Source: an optimization exercise on an open RTL-to-GDS flow (aim: small area and a short achievable clock period). Production flows keep margins and buffers that such runs may drop.
In this exercise RTL edits were held to simulation tests only and were not proved equivalent to the original.
No activity file was given, so power comes from the tool's default toggle rates.

run A:
## ecc144_codec
module ecc144_codec (
    input  wire         clk,
    input  wire         rst,
    input  wire         in_valid,
    input  wire         in_op,         
    input  wire [2:0]   in_src,
    input  wire [127:0] in_data,
    input  wire [15:0]  in_check,
    output reg          out_valid,
    output reg  [127:0] out_data,
    output reg  [15:0]  out_check,
    output reg  [1:0]   out_status,
    output reg  [5:0]   out_sym,
    output reg  [3:0]   out_err,
    output reg  [15:0]  corr_cnt,
    output reg  [15:0]  uncorr_cnt,
    output reg  [2:0]   last_src,
    output reg  [5:0]   last_sym,
    output reg  [3:0]   last_err
);
==> flow/config.mk <==
export PLATFORM = sky130hd
export DESIGN_NAME = ecc144_codec
export DESIGN_NICKNAME = ecc144_codec
export VERILOG_FILES = /design/flow/design.v
export SDC_FILE = /design/flow/constraint.sdc
export NUM_CORES = 4
export LEC_CHECK = 0
export CAP_MARGIN = 20
export CORE_MARGIN = 2
export CORE_UTILIZATION = 40
export CTS_BUF_LIST = sky130_fd_sc_hd__clkbuf_8
export CTS_CLUSTER_DIAMETER = 50
export CTS_CLUSTER_SIZE = 16
export SETUP_SLACK_MARGIN = 4.2
export SLEW_MARGIN = 20
==> flow/constraint.sdc <==
create_clock -name core_clock -period 7.5 [get_ports {clk}]
set_input_delay 1.5000 -clock core_clock [delete_from_list [all_inputs] [get_ports {clk}]]
set_output_delay 1.5000 -clock core_clock [all_outputs]
set_load 0.01 [all_outputs]
standard.sh (not shown) runs the stock make flow with config.mk's settings and CLKGATE_MAP_FILE= SYNTH_SCRIPT=/design/flow/synth_recipe.tcl, a recipe that flattens the netlist after the stock synthesis.
==> flow/flow/run.sh <==
#!/bin/bash
# The standard layout, with every port buffered by a buf_2 cell instead of the default
# clkdlybuf4s50_1 (smaller and faster); the tools' output goes to standard.log here.
set -euo pipefail
export BUFFER_PORTS_ARGS="-buffer_cell sky130_fd_sc_hd__buf_2"
bash standard.sh > standard.log 2>&1
#### Input delta (run B over run A)
# run A
export LEC_CHECK = 0
export CAP_MARGIN = 20
export CORE_MARGIN = 2
export CORE_UTILIZATION = 40
export CTS_BUF_LIST = sky130_fd_sc_hd__clkbuf_8
export CTS_CLUSTER_DIAMETER = 50
export CTS_CLUSTER_SIZE = 16
export SETUP_SLACK_MARGIN = 4.2
export SLEW_MARGIN = 20
create_clock -name core_clock -period 7.5 [get_ports {clk}]
# run B
export LEC_CHECK = 0
export CAP_MARGIN = 20
export CORE_MARGIN = 2
export CORE_UTILIZATION = 40
export CTS_BUF_LIST = sky130_fd_sc_hd__clkbuf_8
export CTS_CLUSTER_DIAMETER = 50
export CTS_CLUSTER_SIZE = 16
export SETUP_SLACK_MARGIN = 4.4
export SLEW_MARGIN = 20
create_clock -name core_clock -period 7.5 [get_ports {clk}]
==> flow/flow/run.sh <==
#!/bin/bash
# The standard layout, with the input ports buffered by buf_2 cells and the output ports
# by buf_1 cells (after global placement, see out_bufs.tcl) instead of the default
# clkdlybuf4s50_1; the tools' output goes to standard.log here.
set -euo pipefail
export BUFFER_PORTS_ARGS="-inputs -buffer_cell sky130_fd_sc_hd__buf_2"
export POST_GLOBAL_PLACE_TCL="$PWD/flow/out_bufs.tcl"
bash standard.sh > standard.log 2>&1
==> flow/flow/out_bufs.tcl (new file) <==
# one buf_1 on every output port, placed by the detailed placement that follows
buffer_ports -outputs -buffer_cell sky130_fd_sc_hd__buf_1
==> comparison <==
Summary of the comparison: relative area change from synthesis to final layout is higher in run B, relative to run A. Status: worst hold slack across all endpoints parity (run B, run A). The sum of internal, switching and leakage power reported for run B is greater than that of run A by about 3%. A kind of critical path of reg -> reg is what run B shows, while in -> reg belongs to run A.
> inputs changed (run B -> run C)
# run B
export LEC_CHECK = 0
export CAP_MARGIN = 20
export CORE_MARGIN = 2
export CORE_UTILIZATION = 40
export CTS_BUF_LIST = sky130_fd_sc_hd__clkbuf_8
export CTS_CLUSTER_DIAMETER = 50
export CTS_CLUSTER_SIZE = 16
export SETUP_SLACK_MARGIN = 4.4
export SLEW_MARGIN = 20
create_clock -name core_clock -period 7.5 [get_ports {clk}]
# run C
export LEC_CHECK = 0
export CAP_MARGIN = 20
export CORE_MARGIN = 2
export CORE_UTILIZATION = 40
export CTS_BUF_LIST = sky130_fd_sc_hd__clkbuf_8
export CTS_CLUSTER_DIAMETER = 50
export CTS_CLUSTER_SIZE = 16
export SETUP_SLACK_MARGIN = 4.5
export SLEW_MARGIN = 20
create_clock -name core_clock -period 7.5 [get_ports {clk}]
==> flow/flow/run.sh <==
#!/bin/bash
# The standard layout, with every port buffered by a buf_2 cell instead of the default
# clkdlybuf4s50_1 (smaller and faster); the tools' output goes to standard.log here.
set -euo pipefail
export BUFFER_PORTS_ARGS="-buffer_cell sky130_fd_sc_hd__buf_2"
bash standard.sh > standard.log 2>&1
removed: flow/flow/out_bufs.tcl
### Flow results
Per the comparison of run C with run B, met3 wire length went up, total length of routed met2 wires went down, first-iteration DRC count went down. [compare] base=run B new=run C: combinational share of power lower; final hold violation count roughly the same; reported net switching power lower. Compared with run B, run C shows standby leakage power that has gone up by a little under 10%. Compared with run B, run C shows a lower minimum clock period after layout. Run C: clock network fraction of total power lower than run B. Largest incremental delay on the critical path in run C vs run B: down 210 ps. Register-to-register setup slack: run C > run B.
For run D, these inputs were changed with respect to run C:
==> flow/flow/run.sh <==
#!/bin/bash
# The standard layout, with the input ports buffered by buf_2 cells and the output ports
# by buf_1 cells (after global placement, see out_bufs.tcl) instead of the default
# clkdlybuf4s50_1; the tools' output goes to standard.log here.
set -euo pipefail
export BUFFER_PORTS_ARGS="-inputs -buffer_cell sky130_fd_sc_hd__buf_2"
export POST_GLOBAL_PLACE_TCL="$PWD/flow/out_bufs.tcl"
bash standard.sh > standard.log 2>&1
==> flow/flow/out_bufs.tcl (new file) <==
# one buf_1 on every output port, placed by the detailed placement that follows
buffer_ports -outputs -buffer_cell sky130_fd_sc_hd__buf_1
--- outcome ---
Run D went all the way through the flow, and no timing, DRC or antenna check failed.
CTS clock-pin slew for the worst setup and hold paths essentially unchanged between run C and run D.
Changes observed in run D relative to run C: met2 routing resource usage after global routing moved up; final non-filler cell area went down.
Number of buffers created by CTS, run C and run D: smaller value in run C
From run C to run D the numbers moved as follows: placed wire-length estimate after detailed placement went up by about 0.8%; final instance count without filler cells now sits higher; layout buffer count excluding clock buffers grew by 10; total power higher; number of vias after detailed routing saw an increase.
Compare run C and run D | all-layer global routing usage higher: run D
Higher worst-case hold slack was reported by run D, not run C.
Inputs modified between run D and run E:
# run D
export LEC_CHECK = 0
export CAP_MARGIN = 20
export CORE_MARGIN = 2
export CORE_UTILIZATION = 40
export CTS_BUF_LIST = sky130_fd_sc_hd__clkbuf_8
export CTS_CLUSTER_DIAMETER = 50
export CTS_CLUSTER_SIZE = 16
export SETUP_SLACK_MARGIN = 4.5
export SLEW_MARGIN = 20
create_clock -name core_clock -period 7.5 [get_ports {clk}]
# run E
export LEC_CHECK = 0
export CAP_MARGIN = 20
export CORE_MARGIN = 2
export CORE_UTILIZATION = 55
export CTS_BUF_LIST = sky130_fd_sc_hd__clkbuf_8
export CTS_CLUSTER_DIAMETER = 50
export CTS_CLUSTER_SIZE = 16
export PLACE_DENSITY = 0.85
export SETUP_SLACK_MARGIN = 4.5
export SLEW_MARGIN = 20
create_clock -name core_clock -period 7.5 [get_ports {clk}]
Notes after the runs:
Run E: PASS, flow complete, no timing, DRC or antenna violations. Run E vs run D: total cell area at the placement stage down in run E. Via count ended up 4.7% higher on run E than on run D. Run E vs run D, chip height went down by 14%. Clock-buffer cell count (run E over run D): decrease, 6. In run E the register share of the cell area turned out 0.51 points higher than in run D.
Inputs modified between run E and run F:
# run E
export LEC_CHECK = 0
export CAP_MARGIN = 20
export CORE_MARGIN = 2
export CORE_UTILIZATION = 55
export CTS_BUF_LIST = sky130_fd_sc_hd__clkbuf_8
export CTS_CLUSTER_DIAMETER = 50
export CTS_CLUSTER_SIZE = 16
export PLACE_DENSITY = 0.85
export SETUP_SLACK_MARGIN = 4.5
export SLEW_MARGIN = 20
create_clock -name core_clock -period 7.5 [get_ports {clk}]
# run F
export LEC_CHECK = 0
export CAP_MARGIN = 20
export CORE_MARGIN = 2
export CORE_UTILIZATION = 40
export CTS_BUF_LIST = sky130_fd_sc_hd__clkbuf_8
export CTS_CLUSTER_DIAMETER = 50
export CTS_CLUSTER_SIZE = 16
export SETUP_SLACK_MARGIN = 4.8
export SLEW_MARGIN = 20
create_clock -name core_clock -period 7.5 [get_ports {clk}]
==> flow/flow/run.sh <==
#!/bin/bash
# The standard layout, with every port buffered by a buf_2 cell instead of the default
# clkdlybuf4s50_1 (smaller and faster); the tools' output goes to standard.log here.
set -euo pipefail
export BUFFER_PORTS_ARGS="-buffer_cell sky130_fd_sc_hd__buf_2"
bash standard.sh > standard.log 2>&1
removed: flow/flow/out_bufs.tcl
Results
- For run E, the capture point of the critical path was out_data[2], unlike run F, where it was out_data[123].
- Highest fanout seen on the critical path ended up 1 higher on run F than on run E.
- Delta (run F minus run E): final setup skew -5.1 ps; cell area after technology mapping ~0 delta; distinct cell type count after synthesis ~0 delta; cell area +about 15%.
- Run F ran to completion and came out clean on the timing, design-rule and antenna checks.
- Re power share of the combinational group: run E and run F aren't equal, and the higher value belongs to run F.
- Wire: run F routes more than run E
- In the reports for run E and run F, the larger final cell count without fillers belongs to run F.
- Run F ends up with lower largest incremental delay on the critical path than run E does.
- Measured against run F, the initial DRC count of run E comes out at 1.07 times the reference value.
- Min instance count on the critical path across run E and run F: run E

## separate check: timing with driven ports
No port has a modelled driver above. Below, the same layouts with a new extraction and two added sets of constraints. Step 1 sets driving cells, clkbuf_16 on the clock port and buf_2 on the other inputs (assumed; they add their load-dependent delay and slew). Step 2 adds t to the input delays and takes it off the output delays; t is the mean of the earliest and latest rising clock arrival at the registers after step 1. Input paths then give back, and output paths get back, about the clock's delay inside the block. a / b / c = no drivers / after step 1 / after step 2; a / b = the first two.
| run | t (ns) | setup WS [ns] | latest minus earliest clock arrival (ns) | pins driven straight from the clock port |
|---|---|---|---|---|
| run A | 0.669 | 4.221 / 4.228 / 3.588 | 0.035 / 0.035 | 1 |
| run B | 0.662 | 4.440 / 4.440 / 3.813 | 0.044 / 0.044 | 1 |
| run C | 0.646 | 4.494 / 4.508 / 3.862 | 0.061 / 0.060 | 1 |
| run D | 0.686 | 4.555 / 4.555 / 3.909 | 0.067 / 0.067 | 1 |
| run E | 0.607 | 4.497 / 4.497 / 3.935 | 0.047 / 0.047 | 1 |
| run F | 0.661 | 4.673 / 4.673 / 4.134 | 0.037 / 0.037 | 1 |
After both steps setup and hold are still met in every run listed. The setup slack of run D, which loses most, moves by 0.000 ns with the drivers and by -0.646 ns with both steps.
